This is an optimization exercise on Yosys and OpenROAD, whose aim is small area, not a production implementation. In this exercise RTL edits were held to simulation tests only and were not proved equivalent to the original.

==> flow/design.v, too long to show whole: its modules and the start of the top module <==
// module heddle_pixel: 3175 lines
// module hp_fa: 4 lines
// module hp_ha: 4 lines
module heddle_pixel (
    input  wire        clk,
    input  wire        rst,
    input  wire        in_valid,
    input  wire [15:0] in_x,
    input  wire [15:0] in_dark,
    input  wire [15:0] in_gain,
    input  wire [15:0] in_shade,
    input  wire [15:0] in_pg,
    input  wire [6:0]  in_lin,
    input  wire        in_rchk,
    input  wire [1:0]  in_range,
    input  wire [15:0] cfg_dig_hi,
    input  wire [15:0] cfg_dig_lo,
    input  wire [2:0]  cfg_format,
    input  wire [3:0]  cfg_rshift,
    input  wire [15:0] cfg_out_ofs,
    input  wire        cfg_range_force,
    output wire [17:0] lin_rd_addr,
    input  wire [15:0] lin_rd_p0,
    input  wire [15:0] lin_rd_p1,
    output reg         out_valid,
    output reg  [23:0] out_y3,
    output reg  [31:0] out_code,
    output reg  [1:0]  out_range,
    output reg         out_clip_gain,
    output reg         out_clip_pack
);
  // ...
==> flow/flow/run.sh <==
#!/bin/bash
# The standard layout (the standard.sh, standard synthesis unchanged),
# with the port buffers that placement inserts made from buf_1 cells.
set -euo pipefail
bash standard.sh "BUFFER_PORTS_ARGS=-buffer_cell sky130_fd_sc_hd__buf_1" finish > standard.log 2>&1
==> flow/standard.sh <==
#!/bin/bash
# synth_recipe.tcl (not shown) runs the flow's synth.tcl, then flattens the netlist and writes it again
# the make line also repeats each setting of config.mk as NAME=value (left out here)
make -C /OpenROAD-flow-scripts/flow DESIGN_CONFIG=/design/flow/config.mk WORK_HOME=/design/flow/orfs CLKGATE_MAP_FILE= SYNTH_SCRIPT=/design/flow/synth_recipe.tcl "${@:-finish}"
==> flow/config.mk <==
export PLATFORM = sky130hd
export DESIGN_NAME = heddle_pixel
export DESIGN_NICKNAME = heddle_pixel
export VERILOG_FILES = /design/flow/design.v
export SDC_FILE = /design/flow/constraint.sdc
export NUM_CORES = 4
export LEC_CHECK = 0
export ABC_AREA = 1
export CAP_MARGIN = 20
export CORE_MARGIN = 2
export CORE_UTILIZATION = 40
export SLEW_MARGIN = 20
export SYNTH_HIERARCHICAL = 1
export SYNTH_MINIMUM_KEEP_SIZE = 0
==> flow/constraint.sdc <==
create_clock -name core_clock -period 13.0 [get_ports {clk}]
set_input_delay 2.6000 -clock core_clock [delete_from_list [all_inputs] [get_ports {clk}]]
set_output_delay 2.6000 -clock core_clock [all_outputs]
set_load 0.01 [all_outputs]
==> run notes, run 1 <==
fmax a little over 80 MHz; Setup crit end lin_rd_addr[0]; design area between 30000 and 40000 sq um; post-synthesis compound-gate area fraction roughly 15%; first-pass GRT wire length about 150 mm; cts repair resizes 0; largest net degree at the start of global routing 46; Cells after Synth approximately 3800; Hold Path Class flip-flop to flip-flop; status timing/DRC/antenna clean; most frequent cell after synthesis xor2_1; cell seen most often among critical-path stages fa_1; Area contributors post-synth fa_1 (32%), xor2_1 (14%), dfxtp_1 (12%); relative slew slack 30.5%; Crit. path cell count 23; area grow syn2layout 7.92%; Die X between 200 and 300 um; grt ovf 0; critical path peak fanout 3; Worst EP required 10400 ps; clk cell area share around 1.9%; num sequential around 190; WHS 322 ps; placed cell areas 34700 sq um; Slowest-stage cell, CP fa_1; RSZ-0062 raised after global routing no; final setup margin 757 ps; final period utilization 94.2%; simple-gate share of the synthesized area slightly above 10%; Port Buffer Count about 260; core area around 81000 sq um
==> run 2, diff against run 1 <==
--- a/flow/design.v
+++ b/flow/design.v
@@ -704,80 +704,69 @@
     wire a529;
     wire a530;
     hp_fa u_a529 (.a(a354), .b(a367), .c(a528), .s(a529), .co(a530));
     wire a531;
     wire a532;
     hp_ha u_a531 (.a(a383), .b(a530), .s(a531), .co(a532));
     wire a533;
     wire a534;
-    hp_ha u_a533 (.a(a400), .b(a413), .s(a533), .co(a534));
+    hp_ha u_a533 (.a(a399), .b(a532), .s(a533), .co(a534));
     wire a535;
     wire a536;
-    hp_ha u_a535 (.a(a428), .b(a439), .s(a535), .co(a536));
+    hp_fa u_a535 (.a(a400), .b(a413), .c(a534), .s(a535), .co(a536));
     wire a537;
     wire a538;
-    hp_ha u_a537 (.a(a452), .b(a461), .s(a537), .co(a538));
+    hp_ha u_a537 (.a(a427), .b(a536), .s(a537), .co(a538));
     wire a539;
     wire a540;
-    hp_ha u_a539 (.a(a472), .b(a479), .s(a539), .co(a540));
+    hp_fa u_a539 (.a(a428), .b(a439), .c(a538), .s(a539), .co(a540));
     wire a541;
     wire a542;
-    hp_ha u_a541 (.a(a488), .b(a493), .s(a541), .co(a542));
+    hp_ha u_a541 (.a(a451), .b(a540), .s(a541), .co(a542));
     wire a543;
     wire a544;
-    hp_ha u_a543 (.a(a500), .b(a503), .s(a543), .co(a544));
+    hp_fa u_a543 (.a(a452), .b(a461), .c(a542), .s(a543), .co(a544));
     wire a545;
     wire a546;
-    hp_ha u_a545 (.a(a508), .b(a509), .s(a545), .co(a546));
-    wire a547 = a399 & a532;
-    wire a548 = a427 & a534;
-    wire a549 = a427 & a533;
-    wire a550 = a451 & a536;
-    wire a551 = a451 & a535;
-    wire a552 = a471 & a538;
-    wire a553 = a471 & a537;
-    wire a554 = a487 & a540;
-    wire a555 = a487 & a539;
-    wire a556 = a499 & a542;
-    wire a557 = a499 & a541;
-    wire a558 = a507 & a544;
-    wire a559 = a507 & a543;
-    wire a560 = a548 | (a549 & a547);
-    wire a561 = a552 | (a553 & a550);
-    wire a562 = a553 & a551;
-    wire a563 = a556 | (a557 & a554);
-    wire a564 = a557 & a555;
-    wire a565 = a561 | (a562 & a560);
-    wire a566 = a563 | (a564 & a565);
-    wire a567 = a550 | (a551 & a560);
-    wire a568 = a554 | (a555 & a565);
-    wire a569 = a558 | (a559 & a566);
-    wire a570 = a534 | (a533 & a547);
-    wire a571 = a536 | (a535 & a560);
-    wire a572 = a538 | (a537 & a567);
-    wire a573 = a540 | (a539 & a565);
-    wire a574 = a542 | (a541 & a568);
-    wire a575 = a544 | (a543 & a566);
-    wire a576 = a546 | (a545 & a569);
-    wire a577 = a399 ^ a532;
-    wire a578 = a533 ^ a547;
-    wire a579 = a427 ^ a570;
-    wire a580 = a535 ^ a560;
-    wire a581 = a451 ^ a571;
-    wire a582 = a537 ^ a567;
-    wire a583 = a471 ^ a572;
-    wire a584 = a539 ^ a565;
-    wire a585 = a487 ^ a573;
-    wire a586 = a541 ^ a568;
-    wire a587 = a499 ^ a574;
-    wire a588 = a543 ^ a566;
-    wire a589 = a507 ^ a575;
-    wire a590 = a545 ^ a569;
-    wire [17:0] gc = {a590, a589, a588, a587, a586, a585, a584, a583, a582, a581, a580, a579, a578, a577, a531, a529, a527, a525};
+    hp_ha u_a545 (.a(a472), .b(a479), .s(a545), .co(a546));
+    wire a547;
+    wire a548;
+    hp_ha u_a547 (.a(a488), .b(a493), .s(a547), .co(a548));
+    wire a549;
+    wire a550;
+    hp_ha u_a549 (.a(a500), .b(a503), .s(a549), .co(a550));
+    wire a551;
+    wire a552;
+    hp_ha u_a551 (.a(a508), .b(a509), .s(a551), .co(a552));
+    wire a553 = a471 & a544;
+    wire a554 = a487 & a546;
+    wire a555 = a487 & a545;
+    wire a556 = a499 & a548;
+    wire a557 = a499 & a547;
+    wire a558 = a507 & a550;
+    wire a559 = a507 & a549;
+    wire a560 = a554 | (a555 & a553);
+    wire a561 = a558 | (a559 & a556);
+    wire a562 = a559 & a557;
+    wire a563 = a561 | (a562 & a560);
+    wire a564 = a556 | (a557 & a560);
+    wire a565 = a546 | (a545 & a553);
+    wire a566 = a548 | (a547 & a560);
+    wire a567 = a550 | (a549 & a564);
+    wire a568 = a552 | (a551 & a563);
+    wire a569 = a471 ^ a544;
+    wire a570 = a545 ^ a553;
+    wire a571 = a487 ^ a565;
+    wire a572 = a547 ^ a560;
+    wire a573 = a499 ^ a566;
+    wire a574 = a549 ^ a564;
+    wire a575 = a507 ^ a567;
+    wire a576 = a551 ^ a563;
+    wire [17:0] gc = {a576, a575, a574, a573, a572, a571, a570, a569, a543, a541, a539, a537, a535, a533, a531, a529, a527, a525};
     wire [1:0]  range_chk = x_ge_hi ? 2'd1 : x_le_lo ? 2'd2 : 2'd0;
     wire        y1_top = &y1_lo[15:4];          
     wire [11:0] k = y1_neg ? 12'd0 : y1_top ? 12'd4094 : y1_lo[15:4];
     assign lin_rd_addr = {in_lin[5:0], k};
     reg        s1_valid;
     reg [16:0] s1_y1;                            
     reg        s1_bypass;
     reg [17:0] s1_gc;
@@ -2117,60 +2106,52 @@
     wire b1041;
     wire b1042;
     hp_ha u_b1041 (.a(b927), .b(b1040), .s(b1041), .co(b1042));
     wire b1043;
     wire b1044;
     hp_fa u_b1043 (.a(b928), .b(b939), .c(b1042), .s(b1043), .co(b1044));
     wire b1045;
     wire b1046;
-    hp_ha u_b1045 (.a(b952), .b(b961), .s(b1045), .co(b1046));
+    hp_ha u_b1045 (.a(b951), .b(b1044), .s(b1045), .co(b1046));
     wire b1047;
     wire b1048;
-    hp_ha u_b1047 (.a(b972), .b(b979), .s(b1047), .co(b1048));
+    hp_fa u_b1047 (.a(b952), .b(b961), .c(b1046), .s(b1047), .co(b1048));
     wire b1049;
     wire b1050;
-    hp_ha u_b1049 (.a(b988), .b(b993), .s(b1049), .co(b1050));
+    hp_ha u_b1049 (.a(b971), .b(b1048), .s(b1049), .co(b1050));
     wire b1051;
     wire b1052;
-    hp_ha u_b1051 (.a(b1000), .b(b1003), .s(b1051), .co(b1052));
+    hp_fa u_b1051 (.a(b972), .b(b979), .c(b1050), .s(b1051), .co(b1052));
     wire b1053;
     wire b1054;
-    hp_ha u_b1053 (.a(b1008), .b(b1009), .s(b1053), .co(b1054));
-    wire b1055 = b951 & b1044;
-    wire b1056 = b971 & b1046;
-    wire b1057 = b971 & b1045;
-    wire b1058 = b987 & b1048;
-    wire b1059 = b987 & b1047;
-    wire b1060 = b999 & b1050;
-    wire b1061 = b999 & b1049;
-    wire b1062 = b1007 & b1052;
-    wire b1063 = b1007 & b1051;
-    wire b1064 = b1056 | (b1057 & b1055);
-    wire b1065 = b1060 | (b1061 & b1058);
-    wire b1066 = b1061 & b1059;
-    wire b1067 = b1065 | (b1066 & b1064);
-    wire b1068 = b1058 | (b1059 & b1064);
-    wire b1069 = b1062 | (b1063 & b1067);
-    wire b1070 = b1046 | (b1045 & b1055);
-    wire b1071 = b1048 | (b1047 & b1064);
-    wire b1072 = b1050 | (b1049 & b1068);
-    wire b1073 = b1052 | (b1051 & b1067);
-    wire b1074 = b1054 | (b1053 & b1069);
-    wire b1075 = b951 ^ b1044;
-    wire b1076 = b1045 ^ b1055;
-    wire b1077 = b971 ^ b1070;
-    wire b1078 = b1047 ^ b1064;
-    wire b1079 = b987 ^ b1071;
-    wire b1080 = b1049 ^ b1068;
-    wire b1081 = b999 ^ b1072;
-    wire b1082 = b1051 ^ b1067;
-    wire b1083 = b1007 ^ b1073;
-    wire b1084 = b1053 ^ b1069;
-    wire [19:0] gtw = {b1084, b1083, b1082, b1081, b1080, b1079, b1078, b1077, b1076, b1075, b1043, b1041, b1039, b1037, b1035, b1033, b1031, b1029, b1027, b1025};
+    hp_ha u_b1053 (.a(b988), .b(b993), .s(b1053), .co(b1054));
+    wire b1055;
+    wire b1056;
+    hp_ha u_b1055 (.a(b1000), .b(b1003), .s(b1055), .co(b1056));
+    wire b1057;
+    wire b1058;
+    hp_ha u_b1057 (.a(b1008), .b(b1009), .s(b1057), .co(b1058));
+    wire b1059 = b987 & b1052;
+    wire b1060 = b999 & b1054;
+    wire b1061 = b999 & b1053;
+    wire b1062 = b1007 & b1056;
+    wire b1063 = b1007 & b1055;
+    wire b1064 = b1060 | (b1061 & b1059);
+    wire b1065 = b1062 | (b1063 & b1064);
+    wire b1066 = b1054 | (b1053 & b1059);
+    wire b1067 = b1056 | (b1055 & b1064);
+    wire b1068 = b1058 | (b1057 & b1065);
+    wire b1069 = b987 ^ b1052;
+    wire b1070 = b1053 ^ b1059;
+    wire b1071 = b999 ^ b1066;
+    wire b1072 = b1055 ^ b1064;
+    wire b1073 = b1007 ^ b1067;
+    wire b1074 = b1057 ^ b1065;
+    wire [19:0] gtw = {b1074, b1073, b1072, b1071, b1070, b1069, b1051, b1049, b1047, b1045, b1043, b1041, b1039, b1037, b1035, b1033, b1031, b1029, b1027, b1025};
     wire        y2_ok  = ((&y2w[24:17]) | ~(|y2w[24:17])) & ~y2_big;
     wire        y2_sgn = y2_big ? ~pd[16] : y2w[24];
     wire [17:0] y2_lin = y2_ok ? y2w[17:0] : {y2_sgn, {17{~y2_sgn}}};
     wire [17:0] y2     = s1_bypass ? {s1_y1[16], s1_y1} : y2_lin;
     wire [17:0] gt     = (|gtw[19:18]) ? 18'h3FFFF : gtw[17:0];
     reg        s2_valid;
     reg [17:0] s2_y2;                            
     reg [17:0] s2_gt;
@@ -2877,80 +2858,69 @@
     wire c532;
     wire c533;
     hp_ha u_c532 (.a(c388), .b(c531), .s(c532), .co(c533));
     wire c534;
     wire c535;
     hp_fa u_c534 (.a(c389), .b(c402), .c(c533), .s(c534), .co(c535));
     wire c536;
     wire c537;
-    hp_ha u_c536 (.a(c417), .b(c428), .s(c536), .co(c537));
+    hp_ha u_c536 (.a(c416), .b(c535), .s(c536), .co(c537));
     wire c538;
     wire c539;
-    hp_ha u_c538 (.a(c441), .b(c450), .s(c538), .co(c539));
+    hp_fa u_c538 (.a(c417), .b(c428), .c(c537), .s(c538), .co(c539));
     wire c540;
     wire c541;
-    hp_ha u_c540 (.a(c461), .b(c468), .s(c540), .co(c541));
+    hp_ha u_c540 (.a(c440), .b(c539), .s(c540), .co(c541));
     wire c542;
     wire c543;
-    hp_ha u_c542 (.a(c477), .b(c482), .s(c542), .co(c543));
+    hp_fa u_c542 (.a(c441), .b(c450), .c(c541), .s(c542), .co(c543));
     wire c544;
     wire c545;
-    hp_ha u_c544 (.a(c489), .b(c492), .s(c544), .co(c545));
+    hp_ha u_c544 (.a(c460), .b(c543), .s(c544), .co(c545));
     wire c546;
     wire c547;
-    hp_ha u_c546 (.a(c497), .b(c498), .s(c546), .co(c547));
+    hp_fa u_c546 (.a(c461), .b(c468), .c(c545), .s(c546), .co(c547));
     wire c548;
     wire c549;
-    hp_ha u_c548 (.a(~c178), .b(c501), .s(c548), .co(c549));
-    wire c550 = c416 & c535;
-    wire c551 = c440 & c537;
-    wire c552 = c440 & c536;
-    wire c553 = c460 & c539;
-    wire c554 = c460 & c538;
-    wire c555 = c476 & c541;
-    wire c556 = c476 & c540;
-    wire c557 = c488 & c543;
-    wire c558 = c488 & c542;
-    wire c559 = c496 & c545;
-    wire c560 = c496 & c544;
-    wire c561 = c500 & c547;
-    wire c562 = c500 & c546;
-    wire c563 = c551 | (c552 & c550);
-    wire c564 = c555 | (c556 & c553);
-    wire c565 = c556 & c554;
-    wire c566 = c559 | (c560 & c557);
-    wire c567 = c560 & c558;
-    wire c568 = c564 | (c565 & c563);
-    wire c569 = c566 | (c567 & c568);
-    wire c570 = c553 | (c554 & c563);
-    wire c571 = c557 | (c558 & c568);
-    wire c572 = c561 | (c562 & c569);
-    wire c573 = c537 | (c536 & c550);
-    wire c574 = c539 | (c538 & c563);
-    wire c575 = c541 | (c540 & c570);
-    wire c576 = c543 | (c542 & c568);
-    wire c577 = c545 | (c544 & c571);
-    wire c578 = c547 | (c546 & c569);
-    wire c579 = c549 | (c548 & c572);
-    wire c580 = c416 ^ c535;
-    wire c581 = c536 ^ c550;
-    wire c582 = c440 ^ c573;
-    wire c583 = c538 ^ c563;
-    wire c584 = c460 ^ c574;
-    wire c585 = c540 ^ c570;
-    wire c586 = c476 ^ c575;
-    wire c587 = c542 ^ c568;
-    wire c588 = c488 ^ c576;
-    wire c589 = c544 ^ c571;
-    wire c590 = c496 ^ c577;
-    wire c591 = c546 ^ c569;
-    wire c592 = c500 ^ c578;
-    wire c593 = c548 ^ c572;
-    wire [25:0] y3w = {c593, c592, c591, c590, c589, c588, c587, c586, c585, c584, c583, c582, c581, c580, c534, c532, c530, c528, c526, c524, c522, c520, c518, c516, c514, c512};
+    hp_ha u_c548 (.a(c477), .b(c482), .s(c548), .co(c549));
+    wire c550;
+    wire c551;
+    hp_ha u_c550 (.a(c489), .b(c492), .s(c550), .co(c551));
+    wire c552;
+    wire c553;
+    hp_ha u_c552 (.a(c497), .b(c498), .s(c552), .co(c553));
+    wire c554;
+    wire c555;
+    hp_ha u_c554 (.a(~c178), .b(c501), .s(c554), .co(c555));
+    wire c556 = c476 & c547;
+    wire c557 = c488 & c549;
+    wire c558 = c488 & c548;
+    wire c559 = c496 & c551;
+    wire c560 = c496 & c550;
+    wire c561 = c500 & c553;
+    wire c562 = c500 & c552;
+    wire c563 = c557 | (c558 & c556);
+    wire c564 = c561 | (c562 & c559);
+    wire c565 = c562 & c560;
+    wire c566 = c564 | (c565 & c563);
+    wire c567 = c559 | (c560 & c563);
+    wire c568 = c549 | (c548 & c556);
+    wire c569 = c551 | (c550 & c563);
+    wire c570 = c553 | (c552 & c567);
+    wire c571 = c555 | (c554 & c566);
+    wire c572 = c476 ^ c547;
+    wire c573 = c548 ^ c556;
+    wire c574 = c488 ^ c568;
+    wire c575 = c550 ^ c563;
+    wire c576 = c496 ^ c569;
+    wire c577 = c552 ^ c567;
+    wire c578 = c500 ^ c570;
+    wire c579 = c554 ^ c566;
+    wire [25:0] y3w = {c579, c578, c577, c576, c575, c574, c573, c572, c546, c544, c542, c540, c538, c536, c534, c532, c530, c528, c526, c524, c522, c520, c518, c516, c514, c512};
     wire        y3_ok  = (&y3w[25:23]) | ~(|y3w[25:23]);
     wire [23:0] y3     = y3_ok ? y3w[23:0] : {y3w[25], {23{~y3w[25]}}};
     reg        s3_valid;
     reg [23:0] s3_y3;                            
     reg        s3_clip_g;
     reg [1:0]  s3_range;
     reg [2:0]  s3_format;
     reg [3:0]  s3_rshift;
@@ -3040,26 +3010,26 @@
     wire d48;
     wire d49;
     hp_fa u_d48 (.a(d7), .b(d8), .c(d47), .s(d48), .co(d49));
     wire d50;
     wire d51;
     hp_fa u_d50 (.a(d9), .b(d10), .c(d49), .s(d50), .co(d51));
     wire d52;
     wire d53;
-    hp_ha u_d52 (.a(d11), .b(d12), .s(d52), .co(d53));
+    hp_fa u_d52 (.a(d11), .b(d12), .c(d51), .s(d52), .co(d53));
     wire d54;
     wire d55;
-    hp_ha u_d54 (.a(d13), .b(d14), .s(d54), .co(d55));
+    hp_fa u_d54 (.a(d13), .b(d14), .c(d53), .s(d54), .co(d55));
     wire d56;
     wire d57;
-    hp_ha u_d56 (.a(d15), .b(d16), .s(d56), .co(d57));
+    hp_fa u_d56 (.a(d15), .b(d16), .c(d55), .s(d56), .co(d57));
     wire d58;
     wire d59;
-    hp_ha u_d58 (.a(d17), .b(d18), .s(d58), .co(d59));
+    hp_fa u_d58 (.a(d17), .b(d18), .c(d57), .s(d58), .co(d59));
     wire d60;
     wire d61;
     hp_ha u_d60 (.a(d19), .b(d20), .s(d60), .co(d61));
     wire d62;
     wire d63;
     hp_ha u_d62 (.a(d21), .b(d22), .s(d62), .co(d63));
     wire d64;
     wire d65;
@@ -3071,69 +3041,53 @@
     wire d69;
     hp_ha u_d68 (.a(d27), .b(d28), .s(d68), .co(d69));
     wire d70;
     wire d71;
     hp_ha u_d70 (.a(d29), .b(d30), .s(d70), .co(d71));
     wire d72;
     wire d73;
     hp_ha u_d72 (.a(~s3_y3[23]), .b(d37), .s(d72), .co(d73));
-    wire d74 = d53 | (d52 & d51);
-    wire d75 = d57 | (d56 & d55);
-    wire d76 = d56 & d54;
-    wire d77 = d61 | (d60 & d59);
-    wire d78 = d60 & d58;
-    wire d79 = d65 | (d64 & d63);
-    wire d80 = d64 & d62;
-    wire d81 = d69 | (d68 & d67);
-    wire d82 = d68 & d66;
-    wire d83 = d32 & d71;
-    wire d84 = d32 & d70;
-    wire d85 = d36 & d34;
-    wire d86 = 1'b1 & d73;
-    wire d87 = 1'b1 & d72;
-    wire d88 = d75 | (d76 & d74);
-    wire d89 = d79 | (d80 & d77);
-    wire d90 = d80 & d78;
-    wire d91 = d83 | (d84 & d81);
-    wire d92 = d84 & d82;
-    wire d93 = d87 & d85;
-    wire d94 = d89 | (d90 & d88);
-    wire d95 = d86 | (d93 & d91);
-    wire d96 = d93 & d92;
-    wire d97 = d95 | (d96 & d94);
-    wire d98 = d91 | (d92 & d94);
-    wire d99 = d77 | (d78 & d88);
-    wire d100 = d81 | (d82 & d94);
-    wire d101 = d85 & d98;
-    wire d102 = d55 | (d54 & d74);
-    wire d103 = d59 | (d58 & d88);
-    wire d104 = d63 | (d62 & d99);
-    wire d105 = d67 | (d66 & d94);
-    wire d106 = d71 | (d70 & d100);
-    wire d107 = d34 & d98;
-    wire d108 = d73 | (d72 & d101);
-    wire d109 = 1'b1 & d97;
-    wire d110 = d52 ^ d51;
-    wire d111 = d54 ^ d74;
-    wire d112 = d56 ^ d102;
-    wire d113 = d58 ^ d88;
-    wire d114 = d60 ^ d103;
-    wire d115 = d62 ^ d99;
-    wire d116 = d64 ^ d104;
-    wire d117 = d66 ^ d94;
-    wire d118 = d68 ^ d105;
-    wire d119 = d70 ^ d100;
-    wire d120 = d32 ^ d106;
-    wire d121 = d34 ^ d98;
-    wire d122 = d36 ^ d107;
-    wire d123 = d72 ^ d101;
-    wire d124 = 1'b1 ^ d108;
-    wire d125 = 1'b1 ^ d97;
-    wire [25:0] vr = {d125, d124, d123, d122, d121, d120, d119, d118, d117, d116, d115, d114, d113, d112, d111, d110, d50, d48, d46, d44, d42, d40, d38, s3_y3[2], s3_y3[1], s3_y3[0]};
+    wire d74 = d61 | (d60 & d59);
+    wire d75 = d65 | (d64 & d63);
+    wire d76 = d64 & d62;
+    wire d77 = d69 | (d68 & d67);
+    wire d78 = d68 & d66;
+    wire d79 = d32 & d71;
+    wire d80 = d32 & d70;
+    wire d81 = d36 & d34;
+    wire d82 = 1'b1 & d73;
+    wire d83 = 1'b1 & d72;
+    wire d84 = d75 | (d76 & d74);
+    wire d85 = d79 | (d80 & d77);
+    wire d86 = d80 & d78;
+    wire d87 = d83 & d81;
+    wire d88 = d85 | (d86 & d84);
+    wire d89 = d82 | (d87 & d88);
+    wire d90 = d77 | (d78 & d84);
+    wire d91 = d81 & d88;
+    wire d92 = d63 | (d62 & d74);
+    wire d93 = d67 | (d66 & d84);
+    wire d94 = d71 | (d70 & d90);
+    wire d95 = d34 & d88;
+    wire d96 = d73 | (d72 & d91);
+    wire d97 = 1'b1 & d89;
+    wire d98 = d60 ^ d59;
+    wire d99 = d62 ^ d74;
+    wire d100 = d64 ^ d92;
+    wire d101 = d66 ^ d84;
+    wire d102 = d68 ^ d93;
+    wire d103 = d70 ^ d90;
+    wire d104 = d32 ^ d94;
+    wire d105 = d34 ^ d88;
+    wire d106 = d36 ^ d95;
+    wire d107 = d72 ^ d91;
+    wire d108 = 1'b1 ^ d96;
+    wire d109 = 1'b1 ^ d89;
+    wire [25:0] vr = {d109, d108, d107, d106, d105, d104, d103, d102, d101, d100, d99, d98, d58, d56, d54, d52, d50, d48, d46, d44, d42, d40, d38, s3_y3[2], s3_y3[1], s3_y3[0]};
     wire [4:0]  sh = 5'd4 + {1'b0, s3_rshift};
     wire [25:0] vq = vr >> sh;                   
     reg  [15:0] top;
     reg         over;
     always @(*) begin
         case (s3_format)
             3'd0:    begin top = 16'h00FF; over = |vq[25:8];  end
             3'd1:    begin top = 16'h03FF; over = |vq[25:10]; end
--- a/flow/config.mk
+++ b/flow/config.mk
@@ -4,11 +4,14 @@
 export VERILOG_FILES = /design/flow/design.v
 export SDC_FILE = /design/flow/constraint.sdc
 export NUM_CORES = 4
 export LEC_CHECK = 0
 export ABC_AREA = 1
 export CAP_MARGIN = 20
 export CORE_MARGIN = 2
 export CORE_UTILIZATION = 40
+export CTS_BUF_LIST = sky130_fd_sc_hd__clkbuf_8 sky130_fd_sc_hd__clkbuf_16
+export CTS_CLUSTER_DIAMETER = 40
+export CTS_CLUSTER_SIZE = 10
 export SLEW_MARGIN = 20
 export SYNTH_HIERARCHICAL = 1
 export SYNTH_MINIMUM_KEEP_SIZE = 0
==> run 2 against run 1 <==
Compared with the run above: register-to-register slack got worse by 640 ps; hold slack improved by 8.3 ps; largest cell class unchanged; non-clock buffer count rose by 4; routed wire length fell by 0.48%; clock-buffer cell count did not move; global-route usage rose by 0.13 points; critical endpoint unchanged; die area fell by 0.25%; sequential share of layout area barely moved; critical path depth did not move.
==> run notes, run 2 <==
worst-path cell chain buf_1 > inv_1 > ha_1 > inv_1 > fa_1 > fa_1 > fa_1 > fa_1 > fa_1 > fa_1 > fa_1 > fa_1 > fa_1 > fa_1 > fa_1 > fa_1 > fa_1 > fa_1 > fa_1 > nand4_1 > o311ai_0 > inv_1 > buf_1; Slowest-stage cell, CP fa_1; fin cells a little under 5000; max reg flops 24; hold depth 0; reg-to-reg slack, setup around 1100 ps; Crit Path Class input pin to output pin; Post-CTS Setup Inserts 0; area leader, netlist fa_1; WHS 330 ps (+8.32 ps); crit path capture type output pin; cts repair resizes 0 (unchanged); number of global-route vias before repair 27000; Hold Path Class flip-flop to flip-flop; relative slew slack 36.2% (+5.7 points); share of layout cells above drive strength 1 around 6%; Die X 290 um (-0.13%); #FFs+latches synth slightly below 200; Post-Syn Area approximately 33000 sq um; critical path peak fanout 3 (unchanged); syn_area_per_cell just under 9 sq um; final hold vios 0; core area 80700 sq um (-0.16%); RSZ-0062 raised after global routing no; hold buffers post-CTS 0; post-synth top area share between 30 and 40%; final core occ ~44%; area grow syn2layout 7.77%; Remaining DRCs 0; Setup violations, final 0; ant diodes 0; met2 GRT Util 36.5%; Wirelength per Cell 18.9 um; row count 104; FF-to-FF Start s2_y2[5]; Worst-Margin Slew 945 ps; Post-synth top cells fa_1 (542), xor2_1 (528), nand2_1 (482); GR peak layer met2; post-synthesis cell type count 58; Net Count, Synth 4600; Final HPWL DP approximately 73 mm; max-slew violations 0; Cells after Synth 3718 (-2.0%); first-pass GRT wire length 149 mm (-1.9%); first-pass iteration count of the detailed router 6; antenna viol nets, final 0; CP max stage delay roughly 560 ps; Clock Path Buffers 2; Post-Route WL ~93 mm; worst reg2reg endpoint s3_y3[20]; Clock Pin Slew Worst Setup and Hold Paths 80 ps; H-tree depth 4; Root Buffer clkbuf_16; Num CTS Buffers 17; post-layout net count around 4700; most frequent cells in the layout fa_1 (542), xor2_1 (528), nand2_1 (482), o22ai_1 (467), inv_1 (415); antenna violations before repair 0; I/O Pins 260; sequential fraction of the synthesis area roughly an eighth; initial core utilization about two fifths; Top reg by flops s3_y3; Max-Cap Viols 0; final clock skew about 23 ps; met3 usage 3.21%; Port Buffer Count 259 (unchanged); setup_tns 0 ps; Skew-Pair Late Insertion Delay between 500 and 600 ps; Startpoint Class input pin; top_reg_cell synth dfxtp_1; grt ovf 0 (unchanged); Worst EP required 10400 ps (about the same); Worst Hold End s2_ofs[13]; First DRT Iteration DRCs roughly 2200; warnings from Yosys 7; cell seen most often among critical-path stages fa_1; number of synthesized flops with an enable pin 0; most frequent cell after synthesis fa_1; fmax 81.6 MHz (-0.14%); GRT Overall Usage between 20% and 30%; final period utilization 94.3% (+0.13 points); routed via count ~27000; fraction of registers with async set/reset 0%; min-delay src s1_ofs[13]; Die Ht 290 um; fin crit period approximately 12000 ps; CTS Sinks between 150 and 200; status timing/DRC/antenna clean; leading cell type in the layout, fill and taps excluded fa_1; met1 usage between 30 and 40%; largest net degree at the start of global routing 45 (-2.2%); Worst Path Arrival a little under 10000 ps; Die ar. roughly 84000 sq um; CTS tree yes; Area contributors post-synth fa_1 (33%), xor2_1 (14%), dfxtp_1 (12%); Cells after DPL about 4900; r2r worst-path depth 36; Vias per Instance 5.44; Placer Congestion approximately 0.88
run 2: routing by layer:
| metal | vias up | wire (um) |
|---|---|---|
| met3 | 164 | 6480 |
| li1 | 12400 | - |
| met5 | - | 0 |
| met4 | 0 | 2860 |
| met1 | 13100 | 40400 |
| met2 | 1089 | 43300 |
run 2: layout make-up:
| cell class | instances | area [sq um] |
|---|---|---|
| fillers | 8054 | 45500 |
| well taps | 1060 | 1330 |
| clock inverters | 15 | 191 |
| multi-input cells | 2813 | 25900 |
| repair buffers | 353 | 1680 |
| flip-flops and latches | 194 | 3880 |
| clock buffers | 17 | 425 |
| inverters | 468 | 1770 |
run 2: logic make-up (layout without fill, tap and decap cells):
| family | count (synthesis) | after routing | share of synthesized area [%] |
|---|---|---|---|
| compound gates | 778 | 778 | 15.2 |
| xor+xnor | 548 | 548 | 14.7 |
| fa+ha+maj | 701 | 701 | 39.3 |
| buf+inv | 711 | 853 | 8.76 |
| flops | 194 | 194 | 11.9 |
| mux | 3 | 3 | 0.0919 |
| simple gates | 783 | 783 | 10.1 |
run 2: modules after synthesis, one instance, submodules excluded:
module / area (sq um) / flops+latches
heddle_pixel: 20800 / 194
hp_fa: 20.0 / 0
hp_ha: 12.5 / 0
run 2: how the worst max path moves through the flow:
stage | start | to | slack (ps) | cells past startpoint
6_report | in_x[0] | lin_rd_addr[0] | 740 | 23
5_1_grt | s2_y2[5] | s3_y3[20] | 280 | 36
4_1_cts | in_x[0] | lin_rd_addr[0] | 760 | 23
3_5_place_dp | in_x[0] | lin_rd_addr[0] | 800 | 23
3_3_place_gp | in_x[0] | lin_rd_addr[0] | 850 | 23
2_1_floorplan | in_x[0] | lin_rd_addr[0] | 1270 | 21
run 2: metrics by stage:
stage,setup WS (ps),instance area (sq um)
after floorplan,1270,32700
after global placement,855,34600
after detailed placement,804,34600
after CTS,764,35200
after global routing,283,35200
final,739,35200
run 2: critical path, delay by kind of cell:
family,cells,cell delay (ps)
adder cells (fa/ha/maj),16,6210
buffers and inverters,5,400
AO/OA/AOI/OAI,1,350
AND/OR/NAND/NOR,1,100
==> run 3, diff against run 2 <==
--- a/flow/config.mk
+++ b/flow/config.mk
@@ -9,9 +9,6 @@
 export CAP_MARGIN = 20
 export CORE_MARGIN = 2
 export CORE_UTILIZATION = 40
-export CTS_BUF_LIST = sky130_fd_sc_hd__clkbuf_8 sky130_fd_sc_hd__clkbuf_16
-export CTS_CLUSTER_DIAMETER = 40
-export CTS_CLUSTER_SIZE = 10
 export SLEW_MARGIN = 20
 export SYNTH_HIERARCHICAL = 1
 export SYNTH_MINIMUM_KEEP_SIZE = 0
==> run 3 against run 2 <==
Compared with the run above: global-route usage unchanged; cell count unchanged; clock-buffer cell count unchanged; setup slack unchanged; die area unchanged; design area unchanged; hold slack unchanged; sequential share of layout area unchanged; first-iteration DRC count unchanged; synthesized cell count unchanged; critical endpoint unchanged.
==> run notes, run 3 <==
Worst Path Arrival 9660 ps (about the same); Skew-Pair Late Insertion Delay 520 ps (about the same); Final HPWL DP 72.6 mm (unchanged); first-pass GRT wire length 149 mm (unchanged); ant diodes 0 (unchanged); cts repair resizes 0 (unchanged); status timing/DRC/antenna clean; Worst EP required 10400 ps (about the same); Cells after Synth 3718 (unchanged); hold depth 0 (unchanged); initial core utilization 40.5% (unchanged); Clock Pin Slew Worst Setup and Hold Paths 80 ps (about the same); setup_tns 0 ps (unchanged); Die ar. 84000 sq um (unchanged); Post-Route WL 93.1 mm (unchanged); Port Buffer Count 259 (unchanged); area leader, netlist fa_1; syn_area_per_cell 8.78 sq um (unchanged); final clock skew 22.9 ps (unchanged); RSZ-0062 raised after global routing no; max-slew violations 0 (unchanged); Net Count, Synth 4600 (unchanged); first-pass iteration count of the detailed router 6 (unchanged); routed via count 26800 (unchanged); leading cell type in the layout, fill and taps excluded fa_1; Register Area 3880 sq um (unchanged); I/O Pins 260 (unchanged); antenna viol nets, final 0 (unchanged); post-layout net count 4729 (unchanged); number of global-route vias before repair 27000 (unchanged); area grow syn2layout 7.77% (unchanged); Crit Path Class input pin to output pin; fraction of registers with async set/reset 0% (unchanged); share of layout cells above drive strength 1 6.17% (unchanged); H-tree depth 4 (unchanged); Wirelength per Cell 18.9 um (unchanged); Die X 290 um (unchanged); antenna violations before repair 0 (unchanged); Root Buffer clkbuf_16; fmax 81.6 MHz (unchanged); Die Ht 290 um (unchanged); Hold Path Class flip-flop to flip-flop; most frequent cells in the layout fa_1 (542), xor2_1 (528), nand2_1 (482), o22ai_1 (467), inv_1 (415); grt ovf 0 (unchanged); Top reg by flops s3_y3; First DRT Iteration DRCs 2237 (unchanged); Worst-Margin Slew 945 ps (unchanged); CTS Sinks 194 (unchanged); fin crit period 12260 ps (unchanged); Startpoint Class input pin; Post-Syn Area 32700 sq um (unchanged); Post-synth top cells fa_1 (542), xor2_1 (528), nand2_1 (482); Setup violations, final 0 (unchanged); most frequent cell after synthesis fa_1; Area contributors post-synth fa_1 (33%), xor2_1 (14%), dfxtp_1 (12%); Remaining DRCs 0 (unchanged); Vias per Instance 5.44 (unchanged); top_reg_cell synth dfxtp_1; relative slew slack 36.2% (unchanged); critical path peak fanout 3 (unchanged); area of the multi-input gates 25900 sq um (unchanged); final hold vios 0 (unchanged); GRT Overall Usage 22.6% (unchanged); row count 104 (unchanged); post-synth top area share 33.2% (unchanged); crit path capture type output pin; fill count 8054 (unchanged); CTS tree yes; Clock Path Buffers 2 (unchanged); WHS 330 ps (unchanged); number of synthesized flops with an enable pin 0 (unchanged); Post-CTS Setup Inserts 0 (unchanged); Num CTS Buffers 17 (unchanged); hold buffers post-CTS 0 (unchanged); final period utilization 94.3% (unchanged); Placer Congestion 0.879 (unchanged); post-synthesis cell type count 58 (unchanged); Setup Slack @ Placement 804 ps (unchanged); core area 80700 sq um (unchanged); max reg flops 24 (unchanged); warnings from Yosys 7 (unchanged); Max-Cap Viols 0 (unchanged); sequential fraction of the synthesis area 11.9% (unchanged); r2r worst-path depth 36 (unchanged); largest net degree at the start of global routing 45 (unchanged); #FFs+latches synth 194 (unchanged); final setup margin 739 ps (unchanged)
==> run 3: kinds of logic after synthesis <==
| group | count (synthesis) | share of synthesized area (%) |
|---|---|---|
| AO/OA/AOI/OAI | 778 | 15.2 |
| AND/OR/NAND/NOR | 783 | 10.1 |
| adder cells (fa/ha/maj) | 701 | 39.3 |
| multiplexers | 3 | 0.0919 |
| buffers and inverters | 711 | 8.76 |
| XOR/XNOR | 548 | 14.7 |
| flip-flops | 194 | 11.9 |
==> run 3: stage by stage <==
stage | cell area, sq um | utilization, % | instances
floorplan | 32700 | - | 3718
global placement | 34600 | 42.9 | 4888
detailed placement | 34600 | 42.9 | 4888
CTS | 35200 | 43.6 | 4920
global route | 35200 | 43.6 | 4920
finish | 35200 | 43.6 | 4920
==> run 3: layout make-up <==
cell class / count / share of cell area, %
Clock buffer: 17 / 1.21
Timing Repair Buffer: 353 / 4.77
Sequential cell: 194 / 11.0
Multi-Input combinational cell: 2813 / 73.7
Clock inverter: 15 / 0.544
Inverter: 468 / 5.02
Tap cell: 1060 / 3.77
==> run 3: worst paths after layout <==
kind                          to  startpoint  slack (ps)
setup / recovery  lin_rd_addr[0]     in_x[0]         740
hold / removal        s2_ofs[13]  s1_ofs[13]         330
setup reg to reg       s3_y3[20]    s2_y2[5]        1110
hold reg to reg       s2_ofs[13]  s1_ofs[13]         330
==> run 3: worst max-delay path: stages <==
cell and delay, ps:
buf_1 70, inv_1 80, ha_1 150, inv_1 50, fa_1 390, fa_1 390, fa_1 390, fa_1 390
fa_1 390, fa_1 380, fa_1 400, fa_1 400, fa_1 390, fa_1 390, fa_1 400, fa_1 390
fa_1 400, fa_1 400, fa_1 560, nand4_1 100, o311ai_0 350, inv_1 70, buf_1 130
==> run 3: per-layer routing <==
| layer | vias up | part of all wire [%] | track usage (%) |
|---|---|---|---|
| met5 | - | 0 | 0 |
| met4 | 0 | 3.1 | 7.95 |
| li1 | 12400 | - | - |
| met1 | 13100 | 43 | 31.0 |
| met3 | 164 | 7.0 | 3.21 |
| met2 | 1089 | 47 | 36.5 |
==> run 3: modules after synthesis (local to each module, per instance) <==
| module | cell area [sq um] | copies in the design |
|---|---|---|
| hp_ha | 12.5 | 81 |
| hp_fa | 20.0 | 542 |
| heddle_pixel | 20800 | 1 |

## separate check: timing with driven ports
The results above use ideal ports. As a check the final layouts listed here were re-extracted and re-timed, cells and wires unchanged.
Step 1, drivers: a clkbuf_16 drives clk and a buf_2 each remaining input, both assumed.
Step 2 also shifts input and output timing later by t, the mid clock arrival at the registers, as if the neighbouring blocks saw the same clock.
Three values: ideal, step 1, step 2; two values: the first two.
run	shift t [ns]	setup slack, ns	slew at the worst register clock pin (ns)	worst slew at a driven data input, ns
run 1	0.551	0.757 / 0.737 / 0.737	0.10 / 0.10	0.08
run 2	0.564	0.739 / 0.718 / 0.718	0.09 / 0.09	0.06
run 3	0.564	0.739 / 0.718 / 0.718	0.09 / 0.09	0.06
After both steps setup and hold are still met in every run listed.
